From an optimization exercise on the open Yosys and OpenROAD flow, aimed at small area and a short achievable clock period; shortcuts taken in it are not production practice.
In this exercise RTL edits were held to simulation tests only and were not proved equivalent to the original.

===== design/flow/run.sh =====
#!/bin/bash
# synth_recipe.tcl (not shown) runs the flow's synth.tcl, then flattens the netlist and writes it again
# the make line also repeats each setting of config.mk as NAME=value (left out here)
make -C /OpenROAD-flow-scripts/flow DESIGN_CONFIG=/design/flow/config.mk WORK_HOME=/design/flow/orfs CLKGATE_MAP_FILE= SYNTH_SCRIPT=/design/flow/synth_recipe.tcl finish

===== design/flow/config.mk =====
export PLATFORM = sky130hd
export DESIGN_NAME = ecc80_64
export DESIGN_NICKNAME = ecc80_64
export VERILOG_FILES = /design/flow/design.v
export SDC_FILE = /design/flow/constraint.sdc
export NUM_CORES = 4
export LEC_CHECK = 0
export CAP_MARGIN = 20
export CORE_MARGIN = 2
export CORE_UTILIZATION = 50
export GPL_TIMING_DRIVEN = 0
export SLEW_MARGIN = 20
export SYNTH_HIERARCHICAL = 1
export SYNTH_MINIMUM_KEEP_SIZE = 0

===== design/flow/constraint.sdc =====
create_clock -name core_clock -period 10.0 [get_ports {clk}]
set_input_delay 2.0000 -clock core_clock [delete_from_list [all_inputs] [get_ports {clk}]]
set_output_delay 2.0000 -clock core_clock [all_outputs]
set_load 0.01 [all_outputs]

===== design/flow/design.v =====
module ecc_x2 (input wire a, input wire b, output wire y);
    assign y = a ^ b;
endmodule
module ecc_eq8 (input wire [7:0] a, input wire [7:0] b, output wire y);
    assign y = (a == b);
endmodule
module ecc_fix (input wire v, input wire s, input wire z, output wire y);
    assign y = v ^ (s & z);
endmodule
module ecc80_64 (
    input  wire        clk,
    input  wire [63:0] enc_data,
    output reg  [15:0] enc_check,     
    input  wire [79:0] dec_word,
    output reg  [63:0] dec_data,      
    output reg  [1:0]  dec_status,    
    output reg  [3:0]  dec_symbol     
);
    wire xe0;
    ecc_x2 u_xe0 (.a(enc_data[15]), .b(enc_data[22]), .y(xe0));
    wire xe1;
    ecc_x2 u_xe1 (.a(enc_data[0]), .b(enc_data[23]), .y(xe1));
    wire xe2;
    ecc_x2 u_xe2 (.a(enc_data[1]), .b(enc_data[8]), .y(xe2));
    wire xe3;
    ecc_x2 u_xe3 (.a(enc_data[18]), .b(enc_data[25]), .y(xe3));
    wire xe4;
    ecc_x2 u_xe4 (.a(enc_data[3]), .b(enc_data[10]), .y(xe4));
    wire xe5;
    ecc_x2 u_xe5 (.a(xe0), .b(xe1), .y(xe5));
    wire xe6;
    ecc_x2 u_xe6 (.a(enc_data[31]), .b(xe2), .y(xe6));
    wire xe7;
    ecc_x2 u_xe7 (.a(enc_data[30]), .b(xe5), .y(xe7));
    wire xe8;
    ecc_x2 u_xe8 (.a(enc_data[6]), .b(enc_data[13]), .y(xe8));
    wire xe9;
    ecc_x2 u_xe9 (.a(enc_data[5]), .b(enc_data[12]), .y(xe9));
    wire xe10;
    ecc_x2 u_xe10 (.a(enc_data[9]), .b(enc_data[16]), .y(xe10));
    wire xe11;
    ecc_x2 u_xe11 (.a(enc_data[32]), .b(xe3), .y(xe11));
    wire xe12;
    ecc_x2 u_xe12 (.a(enc_data[29]), .b(enc_data[36]), .y(xe12));
    wire xe13;
    ecc_x2 u_xe13 (.a(enc_data[4]), .b(enc_data[11]), .y(xe13));
    wire xe14;
    ecc_x2 u_xe14 (.a(enc_data[17]), .b(xe4), .y(xe14));
    wire xe15;
    ecc_x2 u_xe15 (.a(enc_data[38]), .b(xe6), .y(xe15));
    wire xe16;
    ecc_x2 u_xe16 (.a(xe7), .b(xe15), .y(xe16));
    wire xe17;
    ecc_x2 u_xe17 (.a(enc_data[49]), .b(enc_data[56]), .y(xe17));
    wire xe18;
    ecc_x2 u_xe18 (.a(enc_data[20]), .b(enc_data[27]), .y(xe18));
    wire xe19;
    ecc_x2 u_xe19 (.a(enc_data[26]), .b(enc_data[33]), .y(xe19));
    wire xe20;
    ecc_x2 u_xe20 (.a(enc_data[7]), .b(enc_data[14]), .y(xe20));
    wire xe21;
    ecc_x2 u_xe21 (.a(enc_data[2]), .b(xe10), .y(xe21));
    wire xe22;
    ecc_x2 u_xe22 (.a(enc_data[19]), .b(xe9), .y(xe22));
    wire xe23;
    ecc_x2 u_xe23 (.a(enc_data[34]), .b(enc_data[41]), .y(xe23));
    wire xe24;
    ecc_x2 u_xe24 (.a(enc_data[37]), .b(enc_data[44]), .y(xe24));
    wire xe25;
    ecc_x2 u_xe25 (.a(enc_data[39]), .b(enc_data[47]), .y(xe25));
    wire xe26;
    ecc_x2 u_xe26 (.a(xe8), .b(xe18), .y(xe26));
    wire xe27;
    ecc_x2 u_xe27 (.a(xe12), .b(xe24), .y(xe27));
    wire xe28;
    ecc_x2 u_xe28 (.a(enc_data[24]), .b(xe14), .y(xe28));
    wire xe29;
    ecc_x2 u_xe29 (.a(enc_data[45]), .b(xe16), .y(xe29));
    wire xe30;
    ecc_x2 u_xe30 (.a(enc_data[21]), .b(xe13), .y(xe30));
    wire xe31;
    ecc_x2 u_xe31 (.a(enc_data[48]), .b(xe23), .y(xe31));
    wire xe32;
    ecc_x2 u_xe32 (.a(enc_data[42]), .b(xe17), .y(xe32));
    wire xe33;
    ecc_x2 u_xe33 (.a(enc_data[40]), .b(xe19), .y(xe33));
    wire xe34;
    ecc_x2 u_xe34 (.a(xe11), .b(xe32), .y(xe34));
    wire xe35;
    ecc_x2 u_xe35 (.a(xe21), .b(xe33), .y(xe35));
    wire xe36;
    ecc_x2 u_xe36 (.a(enc_data[46]), .b(enc_data[53]), .y(xe36));
    wire xe37;
    ecc_x2 u_xe37 (.a(enc_data[43]), .b(enc_data[50]), .y(xe37));
    wire xe38;
    ecc_x2 u_xe38 (.a(enc_data[54]), .b(xe20), .y(xe38));
    wire xe39;
    ecc_x2 u_xe39 (.a(enc_data[55]), .b(xe25), .y(xe39));
    wire xe40;
    ecc_x2 u_xe40 (.a(enc_data[51]), .b(xe27), .y(xe40));
    wire xe41;
    ecc_x2 u_xe41 (.a(enc_data[52]), .b(xe29), .y(xe41));
    wire xe42;
    ecc_x2 u_xe42 (.a(enc_data[28]), .b(enc_data[35]), .y(xe42));
    wire xe43;
    ecc_x2 u_xe43 (.a(xe30), .b(xe42), .y(xe43));
    wire xe44;
    ecc_x2 u_xe44 (.a(xe11), .b(xe38), .y(xe44));
    wire xe45;
    ecc_x2 u_xe45 (.a(xe22), .b(xe37), .y(xe45));
    wire xe46;
    ecc_x2 u_xe46 (.a(xe35), .b(xe39), .y(xe46));
    wire xe47;
    ecc_x2 u_xe47 (.a(xe28), .b(xe31), .y(xe47));
    wire xe48;
    ecc_x2 u_xe48 (.a(xe26), .b(xe40), .y(xe48));
    wire xe49;
    ecc_x2 u_xe49 (.a(xe8), .b(xe36), .y(xe49));
    wire xe50;
    ecc_x2 u_xe50 (.a(enc_data[61]), .b(xe49), .y(xe50));
    wire xe51;
    ecc_x2 u_xe51 (.a(xe20), .b(xe43), .y(xe51));
    wire xe52;
    ecc_x2 u_xe52 (.a(xe44), .b(xe50), .y(xe52));
    wire xe53;
    ecc_x2 u_xe53 (.a(enc_data[57]), .b(xe45), .y(xe53));
    wire xe54;
    ecc_x2 u_xe54 (.a(enc_data[63]), .b(xe47), .y(xe54));
    wire xe55;
    ecc_x2 u_xe55 (.a(enc_data[58]), .b(xe48), .y(xe55));
    wire xe56;
    ecc_x2 u_xe56 (.a(xe22), .b(xe46), .y(xe56));
    wire xe57;
    ecc_x2 u_xe57 (.a(enc_data[60]), .b(xe41), .y(xe57));
    wire xe58;
    ecc_x2 u_xe58 (.a(enc_data[43]), .b(enc_data[59]), .y(xe58));
    wire xe59;
    ecc_x2 u_xe59 (.a(enc_data[29]), .b(enc_data[37]), .y(xe59));
    wire xe60;
    ecc_x2 u_xe60 (.a(enc_data[46]), .b(enc_data[62]), .y(xe60));
    wire xe61;
    ecc_x2 u_xe61 (.a(enc_data[34]), .b(xe10), .y(xe61));
    wire xe62;
    ecc_x2 u_xe62 (.a(enc_data[39]), .b(xe36), .y(xe62));
    wire xe63;
    ecc_x2 u_xe63 (.a(xe0), .b(xe12), .y(xe63));
    wire xe64;
    ecc_x2 u_xe64 (.a(enc_data[3]), .b(xe58), .y(xe64));
    wire xe65;
    ecc_x2 u_xe65 (.a(xe3), .b(xe19), .y(xe65));
    wire xe66;
    ecc_x2 u_xe66 (.a(enc_data[11]), .b(xe9), .y(xe66));
    wire xe67;
    ecc_x2 u_xe67 (.a(xe4), .b(xe17), .y(xe67));
    wire xe68;
    ecc_x2 u_xe68 (.a(xe30), .b(xe59), .y(xe68));
    wire xe69;
    ecc_x2 u_xe69 (.a(xe31), .b(xe62), .y(xe69));
    wire xe70;
    ecc_x2 u_xe70 (.a(xe61), .b(xe67), .y(xe70));
    wire xe71;
    ecc_x2 u_xe71 (.a(xe21), .b(xe26), .y(xe71));
    wire xe72;
    ecc_x2 u_xe72 (.a(xe14), .b(xe65), .y(xe72));
    wire xe73;
    ecc_x2 u_xe73 (.a(xe27), .b(xe66), .y(xe73));
    wire xe74;
    ecc_x2 u_xe74 (.a(enc_data[15]), .b(xe6), .y(xe74));
    wire xe75;
    ecc_x2 u_xe75 (.a(xe34), .b(xe64), .y(xe75));
    wire xe76;
    ecc_x2 u_xe76 (.a(xe34), .b(xe71), .y(xe76));
    wire xe77;
    ecc_x2 u_xe77 (.a(xe25), .b(xe28), .y(xe77));
    wire xe78;
    ecc_x2 u_xe78 (.a(xe7), .b(xe13), .y(xe78));
    wire xe79;
    ecc_x2 u_xe79 (.a(xe52), .b(xe77), .y(xe79));
    wire xe80;
    ecc_x2 u_xe80 (.a(xe51), .b(xe53), .y(xe80));
    wire xe81;
    ecc_x2 u_xe81 (.a(xe16), .b(xe60), .y(xe81));
    wire xe82;
    ecc_x2 u_xe82 (.a(xe63), .b(xe80), .y(xe82));
    wire xe83;
    ecc_x2 u_xe83 (.a(xe54), .b(xe56), .y(xe83));
    wire xe84;
    ecc_x2 u_xe84 (.a(xe55), .b(xe78), .y(xe84));
    wire xe85;
    ecc_x2 u_xe85 (.a(xe29), .b(xe68), .y(xe85));
    wire xe86;
    ecc_x2 u_xe86 (.a(xe57), .b(xe73), .y(xe86));
    wire xe87;
    ecc_x2 u_xe87 (.a(enc_data[1]), .b(enc_data[16]), .y(xe87));
    wire xe88;
    ecc_x2 u_xe88 (.a(enc_data[12]), .b(enc_data[62]), .y(xe88));
    wire xe89;
    ecc_x2 u_xe89 (.a(enc_data[20]), .b(enc_data[28]), .y(xe89));
    wire xe90;
    ecc_x2 u_xe90 (.a(enc_data[8]), .b(enc_data[49]), .y(xe90));
    wire xe91;
    ecc_x2 u_xe91 (.a(enc_data[25]), .b(enc_data[40]), .y(xe91));
    wire xe92;
    ecc_x2 u_xe92 (.a(enc_data[32]), .b(enc_data[33]), .y(xe92));
    wire xe93;
    ecc_x2 u_xe93 (.a(enc_data[2]), .b(enc_data[9]), .y(xe93));
    wire xe94;
    ecc_x2 u_xe94 (.a(enc_data[27]), .b(enc_data[35]), .y(xe94));
    wire xe95;
    ecc_x2 u_xe95 (.a(enc_data[18]), .b(enc_data[26]), .y(xe95));
    wire xe96;
    ecc_x2 u_xe96 (.a(enc_data[14]), .b(enc_data[23]), .y(xe96));
    wire xe97;
    ecc_x2 u_xe97 (.a(enc_data[42]), .b(enc_data[48]), .y(xe97));
    wire xe98;
    ecc_x2 u_xe98 (.a(xe90), .b(xe93), .y(xe98));
    wire xe99;
    ecc_x2 u_xe99 (.a(enc_data[13]), .b(xe18), .y(xe99));
    wire xe100;
    ecc_x2 u_xe100 (.a(enc_data[59]), .b(xe91), .y(xe100));
    wire xe101;
    ecc_x2 u_xe101 (.a(enc_data[56]), .b(xe87), .y(xe101));
    wire xe102;
    ecc_x2 u_xe102 (.a(enc_data[21]), .b(xe89), .y(xe102));
    wire xe103;
    ecc_x2 u_xe103 (.a(enc_data[7]), .b(xe1), .y(xe103));
    wire xe104;
    ecc_x2 u_xe104 (.a(enc_data[6]), .b(xe13), .y(xe104));
    wire xe105;
    ecc_x2 u_xe105 (.a(xe37), .b(xe92), .y(xe105));
    wire xe106;
    ecc_x2 u_xe106 (.a(enc_data[19]), .b(xe88), .y(xe106));
    wire xe107;
    ecc_x2 u_xe107 (.a(xe38), .b(xe99), .y(xe107));
    wire xe108;
    ecc_x2 u_xe108 (.a(xe39), .b(xe96), .y(xe108));
    wire xe109;
    ecc_x2 u_xe109 (.a(xe100), .b(xe105), .y(xe109));
    wire xe110;
    ecc_x2 u_xe110 (.a(xe26), .b(xe103), .y(xe110));
    wire xe111;
    ecc_x2 u_xe111 (.a(xe23), .b(xe101), .y(xe111));
    wire xe112;
    ecc_x2 u_xe112 (.a(xe97), .b(xe98), .y(xe112));
    wire xe113;
    ecc_x2 u_xe113 (.a(enc_data[0]), .b(xe28), .y(xe113));
    wire xe114;
    ecc_x2 u_xe114 (.a(xe43), .b(xe74), .y(xe114));
    wire xe115;
    ecc_x2 u_xe115 (.a(xe45), .b(xe95), .y(xe115));
    wire xe116;
    ecc_x2 u_xe116 (.a(xe40), .b(xe69), .y(xe116));
    wire xe117;
    ecc_x2 u_xe117 (.a(xe72), .b(xe112), .y(xe117));
    wire xe118;
    ecc_x2 u_xe118 (.a(xe34), .b(xe69), .y(xe118));
    wire xe119;
    ecc_x2 u_xe119 (.a(xe34), .b(xe35), .y(xe119));
    wire xe120;
    ecc_x2 u_xe120 (.a(xe70), .b(xe109), .y(xe120));
    wire xe121;
    ecc_x2 u_xe121 (.a(xe72), .b(xe111), .y(xe121));
    wire xe122;
    ecc_x2 u_xe122 (.a(xe44), .b(xe104), .y(xe122));
    wire xe123;
    ecc_x2 u_xe123 (.a(xe74), .b(xe110), .y(xe123));
    wire xe124;
    ecc_x2 u_xe124 (.a(xe2), .b(xe76), .y(xe124));
    wire xe125;
    ecc_x2 u_xe125 (.a(xe48), .b(xe75), .y(xe125));
    wire xe126;
    ecc_x2 u_xe126 (.a(xe22), .b(xe116), .y(xe126));
    wire xe127;
    ecc_x2 u_xe127 (.a(xe46), .b(xe52), .y(xe127));
    wire xe128;
    ecc_x2 u_xe128 (.a(xe53), .b(xe121), .y(xe128));
    wire xe129;
    ecc_x2 u_xe129 (.a(xe108), .b(xe114), .y(xe129));
    wire xe130;
    ecc_x2 u_xe130 (.a(xe47), .b(xe51), .y(xe130));
    wire xe131;
    ecc_x2 u_xe131 (.a(xe113), .b(xe119), .y(xe131));
    wire xe132;
    ecc_x2 u_xe132 (.a(xe70), .b(xe115), .y(xe132));
    wire xe133;
    ecc_x2 u_xe133 (.a(xe94), .b(xe118), .y(xe133));
    wire xe134;
    ecc_x2 u_xe134 (.a(xe81), .b(xe107), .y(xe134));
    wire xe135;
    ecc_x2 u_xe135 (.a(xe106), .b(xe127), .y(xe135));
    wire xe136;
    ecc_x2 u_xe136 (.a(xe124), .b(xe130), .y(xe136));
    wire xe137;
    ecc_x2 u_xe137 (.a(xe55), .b(xe120), .y(xe137));
    wire xe138;
    ecc_x2 u_xe138 (.a(xe56), .b(xe122), .y(xe138));
    wire xe139;
    ecc_x2 u_xe139 (.a(xe76), .b(xe129), .y(xe139));
    wire xe140;
    ecc_x2 u_xe140 (.a(xe79), .b(xe102), .y(xe140));
    wire xe141;
    ecc_x2 u_xe141 (.a(xe75), .b(xe126), .y(xe141));
    wire xe142;
    ecc_x2 u_xe142 (.a(enc_data[5]), .b(xe79), .y(xe142));
    wire xe143;
    ecc_x2 u_xe143 (.a(xe35), .b(xe125), .y(xe143));
    wire xe144;
    ecc_x2 u_xe144 (.a(xe84), .b(xe132), .y(xe144));
    wire xe145;
    ecc_x2 u_xe145 (.a(xe81), .b(xe138), .y(xe145));
    wire xe146;
    ecc_x2 u_xe146 (.a(xe85), .b(xe142), .y(xe146));
    wire xe147;
    ecc_x2 u_xe147 (.a(xe83), .b(xe123), .y(xe147));
    wire xe148;
    ecc_x2 u_xe148 (.a(xe82), .b(xe131), .y(xe148));
    wire xe149;
    ecc_x2 u_xe149 (.a(xe83), .b(xe134), .y(xe149));
    wire xe150;
    ecc_x2 u_xe150 (.a(xe85), .b(xe135), .y(xe150));
    wire xe151;
    ecc_x2 u_xe151 (.a(xe54), .b(xe139), .y(xe151));
    wire xe152;
    ecc_x2 u_xe152 (.a(xe84), .b(xe128), .y(xe152));
    wire xe153;
    ecc_x2 u_xe153 (.a(xe41), .b(xe143), .y(xe153));
    wire xe154;
    ecc_x2 u_xe154 (.a(xe82), .b(xe117), .y(xe154));
    wire xe155;
    ecc_x2 u_xe155 (.a(xe41), .b(xe137), .y(xe155));
    wire xe156;
    ecc_x2 u_xe156 (.a(xe57), .b(xe141), .y(xe156));
    wire xe157;
    ecc_x2 u_xe157 (.a(xe86), .b(xe140), .y(xe157));
    wire xe158;
    ecc_x2 u_xe158 (.a(xe86), .b(xe133), .y(xe158));
    wire [15:0] enc_c = {xe136, xe147, xe145, xe146, xe158, xe153, xe144, xe154, xe151, xe149, xe150, xe157, xe156, xe155, xe152, xe148};
    always @(posedge clk)
        enc_check <= enc_c;
    wire xs0;
    ecc_x2 u_xs0 (.a(dec_word[47]), .b(dec_word[75]), .y(xs0));
    wire xs1;
    ecc_x2 u_xs1 (.a(dec_word[54]), .b(dec_word[68]), .y(xs1));
    wire xs2;
    ecc_x2 u_xs2 (.a(dec_word[61]), .b(xs0), .y(xs2));
    wire xs3;
    ecc_x2 u_xs3 (.a(xs1), .b(xs2), .y(xs3));
    wire xs4;
    ecc_x2 u_xs4 (.a(dec_word[52]), .b(dec_word[73]), .y(xs4));
    wire xs5;
    ecc_x2 u_xs5 (.a(dec_word[15]), .b(dec_word[22]), .y(xs5));
    wire xs6;
    ecc_x2 u_xs6 (.a(dec_word[36]), .b(dec_word[50]), .y(xs6));
    wire xs7;
    ecc_x2 u_xs7 (.a(dec_word[44]), .b(dec_word[65]), .y(xs7));
    wire xs8;
    ecc_x2 u_xs8 (.a(dec_word[37]), .b(dec_word[58]), .y(xs8));
    wire xs9;
    ecc_x2 u_xs9 (.a(dec_word[29]), .b(dec_word[57]), .y(xs9));
    wire xs10;
    ecc_x2 u_xs10 (.a(dec_word[46]), .b(dec_word[67]), .y(xs10));
    wire xs11;
    ecc_x2 u_xs11 (.a(dec_word[31]), .b(dec_word[66]), .y(xs11));
    wire xs12;
    ecc_x2 u_xs12 (.a(dec_word[39]), .b(dec_word[60]), .y(xs12));
    wire xs13;
    ecc_x2 u_xs13 (.a(dec_word[55]), .b(dec_word[69]), .y(xs13));
    wire xs14;
    ecc_x2 u_xs14 (.a(dec_word[43]), .b(dec_word[64]), .y(xs14));
    wire xs15;
    ecc_x2 u_xs15 (.a(dec_word[30]), .b(dec_word[72]), .y(xs15));
    wire xs16;
    ecc_x2 u_xs16 (.a(dec_word[62]), .b(dec_word[76]), .y(xs16));
    wire xs17;
    ecc_x2 u_xs17 (.a(dec_word[45]), .b(dec_word[59]), .y(xs17));
    wire xs18;
    ecc_x2 u_xs18 (.a(dec_word[53]), .b(dec_word[74]), .y(xs18));
    wire xs19;
    ecc_x2 u_xs19 (.a(dec_word[23]), .b(dec_word[51]), .y(xs19));
    wire xs20;
    ecc_x2 u_xs20 (.a(xs7), .b(xs19), .y(xs20));
    wire xs21;
    ecc_x2 u_xs21 (.a(xs4), .b(xs17), .y(xs21));
    wire xs22;
    ecc_x2 u_xs22 (.a(xs5), .b(xs9), .y(xs22));
    wire xs23;
    ecc_x2 u_xs23 (.a(xs12), .b(xs18), .y(xs23));
    wire xs24;
    ecc_x2 u_xs24 (.a(dec_word[38]), .b(xs11), .y(xs24));
    wire xs25;
    ecc_x2 u_xs25 (.a(xs6), .b(xs14), .y(xs25));
    wire xs26;
    ecc_x2 u_xs26 (.a(xs8), .b(xs15), .y(xs26));
    wire xs27;
    ecc_x2 u_xs27 (.a(xs13), .b(xs16), .y(xs27));
    wire xs28;
    ecc_x2 u_xs28 (.a(xs21), .b(xs24), .y(xs28));
    wire xs29;
    ecc_x2 u_xs29 (.a(xs22), .b(xs25), .y(xs29));
    wire xs30;
    ecc_x2 u_xs30 (.a(xs10), .b(xs23), .y(xs30));
    wire xs31;
    ecc_x2 u_xs31 (.a(xs20), .b(xs26), .y(xs31));
    wire xs32;
    ecc_x2 u_xs32 (.a(dec_word[63]), .b(dec_word[70]), .y(xs32));
    wire xs33;
    ecc_x2 u_xs33 (.a(dec_word[71]), .b(dec_word[78]), .y(xs33));
    wire xs34;
    ecc_x2 u_xs34 (.a(dec_word[77]), .b(xs32), .y(xs34));
    wire xs35;
    ecc_x2 u_xs35 (.a(dec_word[79]), .b(xs3), .y(xs35));
    wire xs36;
    ecc_x2 u_xs36 (.a(xs27), .b(xs33), .y(xs36));
    wire xs37;
    ecc_x2 u_xs37 (.a(xs28), .b(xs31), .y(xs37));
    wire xs38;
    ecc_x2 u_xs38 (.a(xs3), .b(xs27), .y(xs38));
    wire xs39;
    ecc_x2 u_xs39 (.a(xs29), .b(xs34), .y(xs39));
    wire xs40;
    ecc_x2 u_xs40 (.a(xs30), .b(xs35), .y(xs40));
    wire xs41;
    ecc_x2 u_xs41 (.a(dec_word[19]), .b(dec_word[27]), .y(xs41));
    wire xs42;
    ecc_x2 u_xs42 (.a(dec_word[36]), .b(dec_word[76]), .y(xs42));
    wire xs43;
    ecc_x2 u_xs43 (.a(dec_word[47]), .b(dec_word[71]), .y(xs43));
    wire xs44;
    ecc_x2 u_xs44 (.a(dec_word[33]), .b(dec_word[65]), .y(xs44));
    wire xs45;
    ecc_x2 u_xs45 (.a(dec_word[11]), .b(dec_word[59]), .y(xs45));
    wire xs46;
    ecc_x2 u_xs46 (.a(dec_word[40]), .b(dec_word[64]), .y(xs46));
    wire xs47;
    ecc_x2 u_xs47 (.a(dec_word[10]), .b(dec_word[74]), .y(xs47));
    wire xs48;
    ecc_x2 u_xs48 (.a(dec_word[18]), .b(dec_word[26]), .y(xs48));
    wire xs49;
    ecc_x2 u_xs49 (.a(dec_word[21]), .b(dec_word[56]), .y(xs49));
    wire xs50;
    ecc_x2 u_xs50 (.a(dec_word[7]), .b(dec_word[28]), .y(xs50));
    wire xs51;
    ecc_x2 u_xs51 (.a(dec_word[13]), .b(dec_word[37]), .y(xs51));
    wire xs52;
    ecc_x2 u_xs52 (.a(dec_word[8]), .b(dec_word[24]), .y(xs52));
    wire xs53;
    ecc_x2 u_xs53 (.a(dec_word[69]), .b(dec_word[77]), .y(xs53));
    wire xs54;
    ecc_x2 u_xs54 (.a(dec_word[29]), .b(dec_word[61]), .y(xs54));
    wire xs55;
    ecc_x2 u_xs55 (.a(dec_word[20]), .b(dec_word[60]), .y(xs55));
    wire xs56;
    ecc_x2 u_xs56 (.a(dec_word[32]), .b(dec_word[48]), .y(xs56));
    wire xs57;
    ecc_x2 u_xs57 (.a(dec_word[57]), .b(dec_word[73]), .y(xs57));
    wire xs58;
    ecc_x2 u_xs58 (.a(dec_word[6]), .b(dec_word[38]), .y(xs58));
    wire xs59;
    ecc_x2 u_xs59 (.a(dec_word[34]), .b(dec_word[58]), .y(xs59));
    wire xs60;
    ecc_x2 u_xs60 (.a(dec_word[16]), .b(dec_word[56]), .y(xs60));
    wire xs61;
    ecc_x2 u_xs61 (.a(dec_word[34]), .b(dec_word[48]), .y(xs61));
    wire xs62;
    ecc_x2 u_xs62 (.a(dec_word[12]), .b(dec_word[44]), .y(xs62));
    wire xs63;
    ecc_x2 u_xs63 (.a(dec_word[14]), .b(dec_word[46]), .y(xs63));
    wire xs64;
    ecc_x2 u_xs64 (.a(dec_word[10]), .b(dec_word[24]), .y(xs64));
    wire xs65;
    ecc_x2 u_xs65 (.a(dec_word[1]), .b(dec_word[25]), .y(xs65));
    wire xs66;
    ecc_x2 u_xs66 (.a(dec_word[4]), .b(dec_word[52]), .y(xs66));
    wire xs67;
    ecc_x2 u_xs67 (.a(dec_word[51]), .b(dec_word[75]), .y(xs67));
    wire xs68;
    ecc_x2 u_xs68 (.a(dec_word[55]), .b(dec_word[79]), .y(xs68));
    wire xs69;
    ecc_x2 u_xs69 (.a(dec_word[20]), .b(dec_word[27]), .y(xs69));
    wire xs70;
    ecc_x2 u_xs70 (.a(dec_word[19]), .b(dec_word[40]), .y(xs70));
    wire xs71;
    ecc_x2 u_xs71 (.a(dec_word[12]), .b(dec_word[26]), .y(xs71));
    wire xs72;
    ecc_x2 u_xs72 (.a(dec_word[62]), .b(dec_word[70]), .y(xs72));
    wire xs73;
    ecc_x2 u_xs73 (.a(dec_word[15]), .b(dec_word[31]), .y(xs73));
    wire xs74;
    ecc_x2 u_xs74 (.a(dec_word[14]), .b(dec_word[49]), .y(xs74));
    wire xs75;
    ecc_x2 u_xs75 (.a(dec_word[22]), .b(dec_word[54]), .y(xs75));
    wire xs76;
    ecc_x2 u_xs76 (.a(dec_word[4]), .b(dec_word[25]), .y(xs76));
    wire xs77;
    ecc_x2 u_xs77 (.a(dec_word[35]), .b(dec_word[42]), .y(xs77));
    wire xs78;
    ecc_x2 u_xs78 (.a(dec_word[2]), .b(dec_word[42]), .y(xs78));
    wire xs79;
    ecc_x2 u_xs79 (.a(dec_word[11]), .b(dec_word[32]), .y(xs79));
    wire xs80;
    ecc_x2 u_xs80 (.a(dec_word[43]), .b(dec_word[67]), .y(xs80));
    wire xs81;
    ecc_x2 u_xs81 (.a(dec_word[3]), .b(dec_word[17]), .y(xs81));
    wire xs82;
    ecc_x2 u_xs82 (.a(dec_word[39]), .b(dec_word[63]), .y(xs82));
    wire xs83;
    ecc_x2 u_xs83 (.a(dec_word[1]), .b(dec_word[8]), .y(xs83));
    wire xs84;
    ecc_x2 u_xs84 (.a(dec_word[30]), .b(dec_word[78]), .y(xs84));
    wire xs85;
    ecc_x2 u_xs85 (.a(dec_word[9]), .b(dec_word[49]), .y(xs85));
    wire xs86;
    ecc_x2 u_xs86 (.a(dec_word[50]), .b(dec_word[66]), .y(xs86));
    wire xs87;
    ecc_x2 u_xs87 (.a(dec_word[45]), .b(dec_word[53]), .y(xs87));
    wire xs88;
    ecc_x2 u_xs88 (.a(dec_word[0]), .b(dec_word[72]), .y(xs88));
    wire xs89;
    ecc_x2 u_xs89 (.a(dec_word[5]), .b(dec_word[21]), .y(xs89));
    wire xs90;
    ecc_x2 u_xs90 (.a(dec_word[7]), .b(dec_word[23]), .y(xs90));
    wire xs91;
    ecc_x2 u_xs91 (.a(dec_word[6]), .b(dec_word[41]), .y(xs91));
    wire xs92;
    ecc_x2 u_xs92 (.a(dec_word[5]), .b(dec_word[33]), .y(xs92));
    wire xs93;
    ecc_x2 u_xs93 (.a(dec_word[2]), .b(dec_word[9]), .y(xs93));
    wire xs94;
    ecc_x2 u_xs94 (.a(dec_word[3]), .b(dec_word[35]), .y(xs94));
    wire xs95;
    ecc_x2 u_xs95 (.a(dec_word[28]), .b(dec_word[68]), .y(xs95));
    wire xs96;
    ecc_x2 u_xs96 (.a(dec_word[17]), .b(dec_word[41]), .y(xs96));
    wire xs97;
    ecc_x2 u_xs97 (.a(xs44), .b(xs85), .y(xs97));
    wire xs98;
    ecc_x2 u_xs98 (.a(xs76), .b(xs79), .y(xs98));
    wire xs99;
    ecc_x2 u_xs99 (.a(xs59), .b(xs78), .y(xs99));
    wire xs100;
    ecc_x2 u_xs100 (.a(xs63), .b(xs75), .y(xs100));
    wire xs101;
    ecc_x2 u_xs101 (.a(xs70), .b(xs71), .y(xs101));
    wire xs102;
    ecc_x2 u_xs102 (.a(xs57), .b(xs65), .y(xs102));
    wire xs103;
    ecc_x2 u_xs103 (.a(xs43), .b(xs90), .y(xs103));
    wire xs104;
    ecc_x2 u_xs104 (.a(xs61), .b(xs91), .y(xs104));
    wire xs105;
    ecc_x2 u_xs105 (.a(xs52), .b(xs56), .y(xs105));
    wire xs106;
    ecc_x2 u_xs106 (.a(xs42), .b(xs55), .y(xs106));
    wire xs107;
    ecc_x2 u_xs107 (.a(xs74), .b(xs77), .y(xs107));
    wire xs108;
    ecc_x2 u_xs108 (.a(xs68), .b(xs73), .y(xs108));
    wire xs109;
    ecc_x2 u_xs109 (.a(xs51), .b(xs54), .y(xs109));
    wire xs110;
    ecc_x2 u_xs110 (.a(dec_word[13]), .b(xs69), .y(xs110));
    wire xs111;
    ecc_x2 u_xs111 (.a(xs47), .b(xs86), .y(xs111));
    wire xs112;
    ecc_x2 u_xs112 (.a(xs58), .b(xs84), .y(xs112));
    wire xs113;
    ecc_x2 u_xs113 (.a(xs53), .b(xs89), .y(xs113));
    wire xs114;
    ecc_x2 u_xs114 (.a(xs46), .b(xs60), .y(xs114));
    wire xs115;
    ecc_x2 u_xs115 (.a(xs45), .b(xs94), .y(xs115));
    wire xs116;
    ecc_x2 u_xs116 (.a(dec_word[16]), .b(xs93), .y(xs116));
    wire xs117;
    ecc_x2 u_xs117 (.a(xs33), .b(xs92), .y(xs117));
    wire xs118;
    ecc_x2 u_xs118 (.a(xs41), .b(xs80), .y(xs118));
    wire xs119;
    ecc_x2 u_xs119 (.a(xs64), .b(xs81), .y(xs119));
    wire xs120;
    ecc_x2 u_xs120 (.a(xs66), .b(xs95), .y(xs120));
    wire xs121;
    ecc_x2 u_xs121 (.a(xs49), .b(xs50), .y(xs121));
    wire xs122;
    ecc_x2 u_xs122 (.a(xs48), .b(xs99), .y(xs122));
    wire xs123;
    ecc_x2 u_xs123 (.a(xs109), .b(xs113), .y(xs123));
    wire xs124;
    ecc_x2 u_xs124 (.a(xs82), .b(xs103), .y(xs124));
    wire xs125;
    ecc_x2 u_xs125 (.a(xs88), .b(xs114), .y(xs125));
    wire xs126;
    ecc_x2 u_xs126 (.a(xs100), .b(xs112), .y(xs126));
    wire xs127;
    ecc_x2 u_xs127 (.a(xs107), .b(xs121), .y(xs127));
    wire xs128;
    ecc_x2 u_xs128 (.a(dec_word[18]), .b(xs98), .y(xs128));
    wire xs129;
    ecc_x2 u_xs129 (.a(xs67), .b(xs115), .y(xs129));
    wire xs130;
    ecc_x2 u_xs130 (.a(xs104), .b(xs110), .y(xs130));
    wire xs131;
    ecc_x2 u_xs131 (.a(xs106), .b(xs120), .y(xs131));
    wire xs132;
    ecc_x2 u_xs132 (.a(xs34), .b(xs83), .y(xs132));
    wire xs133;
    ecc_x2 u_xs133 (.a(xs97), .b(xs102), .y(xs133));
    wire xs134;
    ecc_x2 u_xs134 (.a(xs101), .b(xs117), .y(xs134));
    wire xs135;
    ecc_x2 u_xs135 (.a(xs31), .b(xs36), .y(xs135));
    wire xs136;
    ecc_x2 u_xs136 (.a(xs28), .b(xs116), .y(xs136));
    wire xs137;
    ecc_x2 u_xs137 (.a(xs31), .b(xs119), .y(xs137));
    wire xs138;
    ecc_x2 u_xs138 (.a(xs118), .b(xs129), .y(xs138));
    wire xs139;
    ecc_x2 u_xs139 (.a(xs87), .b(xs123), .y(xs139));
    wire xs140;
    ecc_x2 u_xs140 (.a(xs108), .b(xs124), .y(xs140));
    wire xs141;
    ecc_x2 u_xs141 (.a(xs30), .b(xs134), .y(xs141));
    wire xs142;
    ecc_x2 u_xs142 (.a(xs105), .b(xs125), .y(xs142));
    wire xs143;
    ecc_x2 u_xs143 (.a(xs72), .b(xs126), .y(xs143));
    wire xs144;
    ecc_x2 u_xs144 (.a(xs29), .b(xs36), .y(xs144));
    wire xs145;
    ecc_x2 u_xs145 (.a(xs96), .b(xs133), .y(xs145));
    wire xs146;
    ecc_x2 u_xs146 (.a(xs28), .b(xs130), .y(xs146));
    wire xs147;
    ecc_x2 u_xs147 (.a(xs30), .b(xs127), .y(xs147));
    wire xs148;
    ecc_x2 u_xs148 (.a(xs62), .b(xs131), .y(xs148));
    wire xs149;
    ecc_x2 u_xs149 (.a(xs111), .b(xs122), .y(xs149));
    wire xs150;
    ecc_x2 u_xs150 (.a(xs37), .b(xs39), .y(xs150));
    wire xs151;
    ecc_x2 u_xs151 (.a(xs37), .b(xs141), .y(xs151));
    wire xs152;
    ecc_x2 u_xs152 (.a(xs132), .b(xs135), .y(xs152));
    wire xs153;
    ecc_x2 u_xs153 (.a(xs35), .b(xs136), .y(xs153));
    wire xs154;
    ecc_x2 u_xs154 (.a(xs38), .b(xs147), .y(xs154));
    wire xs155;
    ecc_x2 u_xs155 (.a(xs29), .b(xs137), .y(xs155));
    wire xs156;
    ecc_x2 u_xs156 (.a(dec_word[0]), .b(xs39), .y(xs156));
    wire xs157;
    ecc_x2 u_xs157 (.a(xs144), .b(xs153), .y(xs157));
    wire xs158;
    ecc_x2 u_xs158 (.a(xs38), .b(xs156), .y(xs158));
    wire xs159;
    ecc_x2 u_xs159 (.a(xs40), .b(xs146), .y(xs159));
    wire xs160;
    ecc_x2 u_xs160 (.a(xs128), .b(xs150), .y(xs160));
    wire xs161;
    ecc_x2 u_xs161 (.a(xs40), .b(xs155), .y(xs161));
    wire [7:0] s0 = {xs140, xs143, xs139, xs148, xs138, xs149, xs145, xs142};
    wire [7:0] s1 = {xs154, xs159, xs151, xs160, xs161, xs157, xs152, xs158};
    wire xp0;
    ecc_x2 u_xp0 (.a(s0[6]), .b(s0[7]), .y(xp0));
    wire xp1;
    ecc_x2 u_xp1 (.a(s0[4]), .b(s0[5]), .y(xp1));
    wire xp2;
    ecc_x2 u_xp2 (.a(s0[3]), .b(s0[7]), .y(xp2));
    wire xp3;
    ecc_x2 u_xp3 (.a(s0[0]), .b(s0[6]), .y(xp3));
    wire xp4;
    ecc_x2 u_xp4 (.a(s0[1]), .b(s0[5]), .y(xp4));
    wire xp5;
    ecc_x2 u_xp5 (.a(s0[3]), .b(s0[4]), .y(xp5));
    wire xp6;
    ecc_x2 u_xp6 (.a(s0[2]), .b(xp0), .y(xp6));
    wire xp7;
    ecc_x2 u_xp7 (.a(s0[1]), .b(s0[2]), .y(xp7));
    wire xp8;
    ecc_x2 u_xp8 (.a(xp1), .b(xp3), .y(xp8));
    wire xp9;
    ecc_x2 u_xp9 (.a(xp0), .b(xp4), .y(xp9));
    wire xp10;
    ecc_x2 u_xp10 (.a(s0[3]), .b(xp1), .y(xp10));
    wire xp11;
    ecc_x2 u_xp11 (.a(s0[2]), .b(xp5), .y(xp11));
    wire xp12;
    ecc_x2 u_xp12 (.a(xp2), .b(xp7), .y(xp12));
    wire xp13;
    ecc_x2 u_xp13 (.a(s0[0]), .b(s0[2]), .y(xp13));
    wire xp14;
    ecc_x2 u_xp14 (.a(s0[3]), .b(s0[6]), .y(xp14));
    wire xp15;
    ecc_x2 u_xp15 (.a(xp3), .b(xp7), .y(xp15));
    wire xp16;
    ecc_x2 u_xp16 (.a(s0[1]), .b(xp0), .y(xp16));
    wire xp17;
    ecc_x2 u_xp17 (.a(s0[7]), .b(xp1), .y(xp17));
    wire xp18;
    ecc_x2 u_xp18 (.a(s0[5]), .b(s0[7]), .y(xp18));
    wire xp19;
    ecc_x2 u_xp19 (.a(s0[4]), .b(s0[6]), .y(xp19));
    wire xp20;
    ecc_x2 u_xp20 (.a(s0[1]), .b(s0[7]), .y(xp20));
    wire xp21;
    ecc_x2 u_xp21 (.a(s0[0]), .b(s0[1]), .y(xp21));
    wire xp22;
    ecc_x2 u_xp22 (.a(s0[2]), .b(s0[5]), .y(xp22));
    wire xp23;
    ecc_x2 u_xp23 (.a(s0[2]), .b(s0[7]), .y(xp23));
    wire xp24;
    ecc_x2 u_xp24 (.a(xp5), .b(xp21), .y(xp24));
    wire xp25;
    ecc_x2 u_xp25 (.a(xp14), .b(xp22), .y(xp25));
    wire xp26;
    ecc_x2 u_xp26 (.a(xp1), .b(xp7), .y(xp26));
    wire xp27;
    ecc_x2 u_xp27 (.a(s0[5]), .b(xp2), .y(xp27));
    wire xp28;
    ecc_x2 u_xp28 (.a(s0[5]), .b(xp3), .y(xp28));
    wire xp29;
    ecc_x2 u_xp29 (.a(xp0), .b(xp5), .y(xp29));
    wire xp30;
    ecc_x2 u_xp30 (.a(s0[0]), .b(xp4), .y(xp30));
    wire xp31;
    ecc_x2 u_xp31 (.a(xp2), .b(xp13), .y(xp31));
    wire xp32;
    ecc_x2 u_xp32 (.a(xp4), .b(xp14), .y(xp32));
    wire xp33;
    ecc_x2 u_xp33 (.a(xp13), .b(xp17), .y(xp33));
    wire xp34;
    ecc_x2 u_xp34 (.a(xp5), .b(xp16), .y(xp34));
    wire xp35;
    ecc_x2 u_xp35 (.a(s0[4]), .b(xp6), .y(xp35));
    wire [7:0] p0 = s0;
    wire [7:0] p1 = {s0[6], s0[5], s0[4], xp2, xp23, xp20, s0[0], s0[7]};
    wire [7:0] p2 = {s0[5], s0[4], xp2, xp6, xp16, xp3, s0[7], s0[6]};
    wire [7:0] p3 = {s0[4], xp2, xp6, xp9, xp28, xp18, s0[6], s0[5]};
    wire [7:0] p4 = {xp2, xp6, xp9, xp8, xp17, xp19, s0[5], s0[4]};
    wire [7:0] p5 = {xp6, xp9, xp8, xp10, xp29, xp27, s0[4], xp2};
    wire [7:0] p6 = {xp9, xp8, xp10, xp11, xp25, xp35, xp2, xp6};
    wire [7:0] p7 = {xp8, xp10, xp11, xp12, xp26, xp32, xp6, xp9};
    wire [7:0] p8 = {xp10, xp11, xp12, xp15, xp24, xp33, xp9, xp8};
    wire [7:0] p9 = {xp11, xp12, xp15, xp30, xp31, xp34, xp8, xp10};
    wire [9:0] z;
    ecc_eq8 u_eq0 (.a(s1), .b(p0), .y(z[0]));
    ecc_eq8 u_eq1 (.a(s1), .b(p1), .y(z[1]));
    ecc_eq8 u_eq2 (.a(s1), .b(p2), .y(z[2]));
    ecc_eq8 u_eq3 (.a(s1), .b(p3), .y(z[3]));
    ecc_eq8 u_eq4 (.a(s1), .b(p4), .y(z[4]));
    ecc_eq8 u_eq5 (.a(s1), .b(p5), .y(z[5]));
    ecc_eq8 u_eq6 (.a(s1), .b(p6), .y(z[6]));
    ecc_eq8 u_eq7 (.a(s1), .b(p7), .y(z[7]));
    ecc_eq8 u_eq8 (.a(s1), .b(p8), .y(z[8]));
    ecc_eq8 u_eq9 (.a(s1), .b(p9), .y(z[9]));
    wire noerr = z[0] & z[1];
    wire anyz  = |z;
    wire unc   = ~anyz;
    wire [63:0] fixed;
    genvar g;
    generate
        for (g = 0; g < 64; g = g + 1) begin : g_fix
            ecc_fix u_fix (.v(dec_word[g]), .s(s0[g % 8]), .z(z[g / 8]), .y(fixed[g]));
        end
    endgenerate
    reg [3:0] symbol;
    always @(*) begin
        symbol[0] = unc | (~z[0] & (z[1] | z[3] | z[5] | z[7] | z[9]));
        symbol[1] = unc | (~z[0] & (z[2] | z[3] | z[6] | z[7]));
        symbol[2] = unc | (~z[0] & (z[4] | z[5] | z[6] | z[7]));
        symbol[3] = unc | (~z[0] & (z[8] | z[9]));
    end
    always @(posedge clk) begin
        dec_data   <= fixed;
        dec_status <= {unc, anyz & ~noerr};
        dec_symbol <= symbol;
    end
endmodule

==> flow_metrics.tcl, run 1 <==
set metrics [dict create \
    grt_pass1_vias 5844 \
    syn_to_final_growth_pct 46.3 \
    vias 5462 \
    worst_slew_pin_slew_ps 1290 \
    synth_top_area_share 0.474 \
    synthAdderAreaFrac 0 \
    cts-root-buf "clkbuf_16" \
    syn_avg_cell_area_um2 9.48 \
    seq_area_frac_synth 0.261 \
    cts_resized 0 \
    grt_pass1_wl_um 31600 \
    drt-met1-wl_um 7600 \
    worstSetupStartpointType "primary input" \
    power.density_nw_per_um2 335 \
    regArea_um2 1720 \
    worstSetupEndpointType "flop" \
    cts_max_path_buffers 2 \
    grt_use_total 0.290 \
    cts_tree "built" \
    yosys-top-cells-area "xor2_1, dfxtp_1, xnor2_1, nand2_1, nand4_1" \
    synth-xor-area-share 0.666 \
    ant_nets 0 \
    synthDistinctLibCells 13 \
    io_pins 231 \
    synth_top_family_by_area "XOR/XNOR gates" \
    ir_worst_vdd_mv 0.184 \
    cts.clk_slew.worst_paths_ps 70 \
    clock.fmax_mhz 145 \
    synth_compound_area_frac 0.00418 \
    gr-total-overflow 0 \
    grt_setup_unrepaired "false" \
    yosysTopAreaCell "xor2_1" \
    synth_nets 840 \
    yosys_warnings 7 \
    postSynthCellCount 695 \
    viasPerCell 4.89 \
    outcome "finished clean" \
    crit_type "primary input to flop" \
    h-tree-depth 3 \
    gp_congestion 0.881 \
    hold_start "dec_word[40]" \
    setup_viol 0 \
    ctsHoldBuffers 0 \
    setup_tns_ps 0 \
    min_period_ps 6880 \
    hold_depth 2 \
    multi_input_area_um2 5010 \
    post_cts_buffers 0 \
    power.leakage_uw 0.00377 \
    syn-cell-area_um2 6590 \
    hold_viol_final 0 \
    diodes 0 \
    die_h_um 119 \
    wl_met3_um 1520 \
    first_iter_violations 332 \
    drive_gt1_frac 0.0392 \
    port_buffers 230 \
    die_area_um2 14100 \
    worst_ep_arrival_time_ps 7140 \
    muxShareOfSynthArea 0 \
    cts.sink_count 86 \
    grt_max_degree 20 \
    wl_um 20300 \
    drt-pass1-iter-count 4 \
    route.detailed.drc 0 \
    synth-simple-area-share 0.0683 \
    min_period_over_period 0.688 \
    n_fill_cell 990 \
    slew_violations 0 \
    start_util 0.518 \
    timing.slew.headroom 0.139 \
    critPathMaxFanout 18 \
    hold_class "primary input to flop" \
    totalPowerFinal_uw 3230 \
    rows 41 \
    numCtsBuffers 9 \
    drv_cap 0 \
    antenna_found_initial 0 \
    hold_path_end "dec_data[40]" \
    die-width_um 119 \
    wl_per_cell_um 18.2 \
    core_area_um2 12700 \
    ys_seq_elements 86 \
    nets 1085 \
    top_layer_used "met4" \
    dr_wl_met2_um 10300 \
    dp_hpwl_um 16400 \
    required_ps 10270 \
]
==> cells in the mapped netlist <==
cell / instances
xor2_1: 357
xnor2_1: 144
dfxtp_1: 86
nand2_1: 64
nand4_1: 21
nor2_1: 14
o21ai_0: 3
a21boi_0: 1
inv_1: 1
nor4_1: 1
nor4_2: 1
o21ai_1: 1
or4_1: 1
==> report_power, final <==
| part | switching, µW | total [µW] | internal, µW |
|---|---|---|---|
| combinational | 1310 | 2400 | 1090 |
| clock | 150 | 381 | 231 |
| sequential | 24.2 | 453 | 428 |
==> state kept, by name, summed over array words and instances (netlist names) <==
name and cells:
enc_check 16, dec_data 64, dec_status 2, dec_symbol 4
==> modules after synthesis, one instance, submodules excluded <==
module,copies in the design,cells inside,flip-flops and latches
ecc_eq8,10,11,0
ecc_fix,64,2,0
ecc_x2,357,1,0
ecc80_64,1,100,86
==> worst max path at each step <==
stage               cells after the start          from            end
floorplan                              13  dec_word[71]  dec_status[0]
CTS                                    15  dec_word[22]  dec_symbol[3]
detailed placement                     15  dec_word[38]  dec_symbol[3]
global route                           15  dec_word[38]  dec_status[0]
finish                                 13  dec_word[52]  dec_status[0]
global placement                       14  dec_word[38]  dec_symbol[3]
==> through the flow <==
step / utilization / cells / setup slack (ps) / hold WS, ps / instance area [µm²]
floorplan: - / 695 / 4240 / 2100 / 6590
global placement: 0.716 / 1097 / 2160 / 2680 / 9110
detailed placement: 0.730 / 1100 / 2860 / 2680 / 9290
CTS: 0.757 / 1116 / 3170 / 2320 / 9630
global route: 0.758 / 1117 / 2910 / 2330 / 9640
finish: 0.758 / 1117 / 3120 / 2330 / 9640
==> area by class of cell <==
type | instances | share of cell area
Timing Repair Buffer | 234 | 0.244
Sequential cell | 86 | 0.179
Tap cell | 172 | 0.0223
Inverter | 1 | 0.000389
Clock buffer | 10 | 0.0248
Multi-Input combinational cell | 608 | 0.519
Clock inverter | 6 | 0.0104
==> cell usage in the layout (no fill, tap or decap), drive strengths merged <==
cell type,instances
inv,5
o21ai,4
a21boi,1
bufinv,2
clkbuf,10
nor2,14
xor2,357
nand2,64
dfxtp,86
or4,1
xnor2,144
nor4,2
buf,4
clkdlybuf4s50,230
nand4,21
==> per-layer routing <==
| layer | track usage | up-vias |
|---|---|---|
| met5 | 0 | - |
| met4 | 0.149 | 0 |
| met3 | 0.0642 | 47 |
| met2 | 0.520 | 244 |
| met1 | 0.321 | 2533 |
| li1 | - | 2638 |
==> critical path, stage by stage <==
cell             delay (ps)
clkdlybuf4s50_1         570
xor2_1                  350
xor2_1                  230
xor2_1                  370
xor2_4                  650
xor2_1                  420
xor2_1                  670
xnor2_1                 190
nand4_1                 110
nor2_1                  990
nor4_2                  140
nand4_1                 240
a21boi_0                190
==> kinds of logic after synthesis <==
group           Yosys count
buf+inv                   1
compound gates            5
simple gates            102
flops                    86
xor+xnor                501
==> run 2: changes to the inputs <==
--- a/design/flow/config.mk
+++ b/design/flow/config.mk
@@ -8,5 +8,5 @@
 export CAP_MARGIN = 20
 export CORE_MARGIN = 2
-export CORE_UTILIZATION = 50
+export CORE_UTILIZATION = 65
 export GPL_TIMING_DRIVEN = 0
 export SLEW_MARGIN = 20
==> run 2 against run 1 <==
The run now fails in global placement (3_3_place_gp); synthesized area did not move; synthesized cell count is the same.
==> flow_metrics.tcl, run 2 <==
set metrics [dict create \
    lastStage "global placement (3_3_place_gp)" \
    syn-cell-area_um2 6590 \
    async_flop_share 0 \
    yosys_warnings 7 \
    error_line "[ERROR GPL-0301] Utilization 100.370 % exceeds 100%." \
    die-width_um 105 \
    ys_seq_elements 86 \
    synthDistinctLibCells 13 \
    outcome "did not finish" \
    start_util 0.671 \
    yosysTopAreaCell "xor2_1" \
    io_pins 231 \
    yosysMostFrequentCell "xor2_1" \
    port_buffers 230 \
    seq_area_frac_synth 0.261 \
    postSynthCellCount 695 \
    synth_nets 840 \
    yosys-top-cells-area "xor2_1, dfxtp_1, xnor2_1, nand2_1, nand4_1" \
    synth_top_area_share 0.474 \
    synth_flop_cell "dfxtp_1" \
    syn_avg_cell_area_um2 9.48 \
    rows 36 \
    die_h_um 105 \
    synth-edff-count 0 \
    netlist_top_cells_count "xor2_1, xnor2_1, dfxtp_1" \
]
[run 2: cell counts after synthesis]
Identical to the previous run, type by type.
[run 2: cell families after synthesis]
logic type,count (synthesis),synth area share
AOI/OAI and AO/OA,5,0.00418
xor gates and xnor gates,501,0.666
DFF,86,0.261
and+or+nand+nor,102,0.0683
buffers and inverters,1,0.000569
[run 2: per-module statistics from Yosys (local to each module, per instance)]
module	cell area, µm²	flops+latches	copies in the design	cells
ecc80_64	1800	86	1	100
ecc_eq8	86.3	0	10	11
ecc_fix	12.5	0	64	2
ecc_x2	8.76	0	357	1

## static timing again, ports no longer ideal
No port has a modelled driver above. Below, the same layout with a new extraction and two added sets of constraints.
Step 1: set_driving_cell puts a clkbuf_16 on clk and a buf_2 on each other input, an assumption about the parent block.
Step 2, shift: input delay + t, output delay - t, t = (earliest + latest rising clock arrival at the registers) / 2. This alone moves slack from input paths to output paths.
a / b / c = no drivers / after step 1 / after step 2; a / b = the first two.
run: run 1
t, ns: 0.383
setup WS [ns]: 3.125 / 3.122 / 2.739
worst setup path after step 2: input to register
worst slew at a driven data input, ns: 0.07
After both steps run 1 still meets setup and hold. The setup slack of run 1 moves by -0.003 ns with the drivers and by -0.386 ns with both steps.
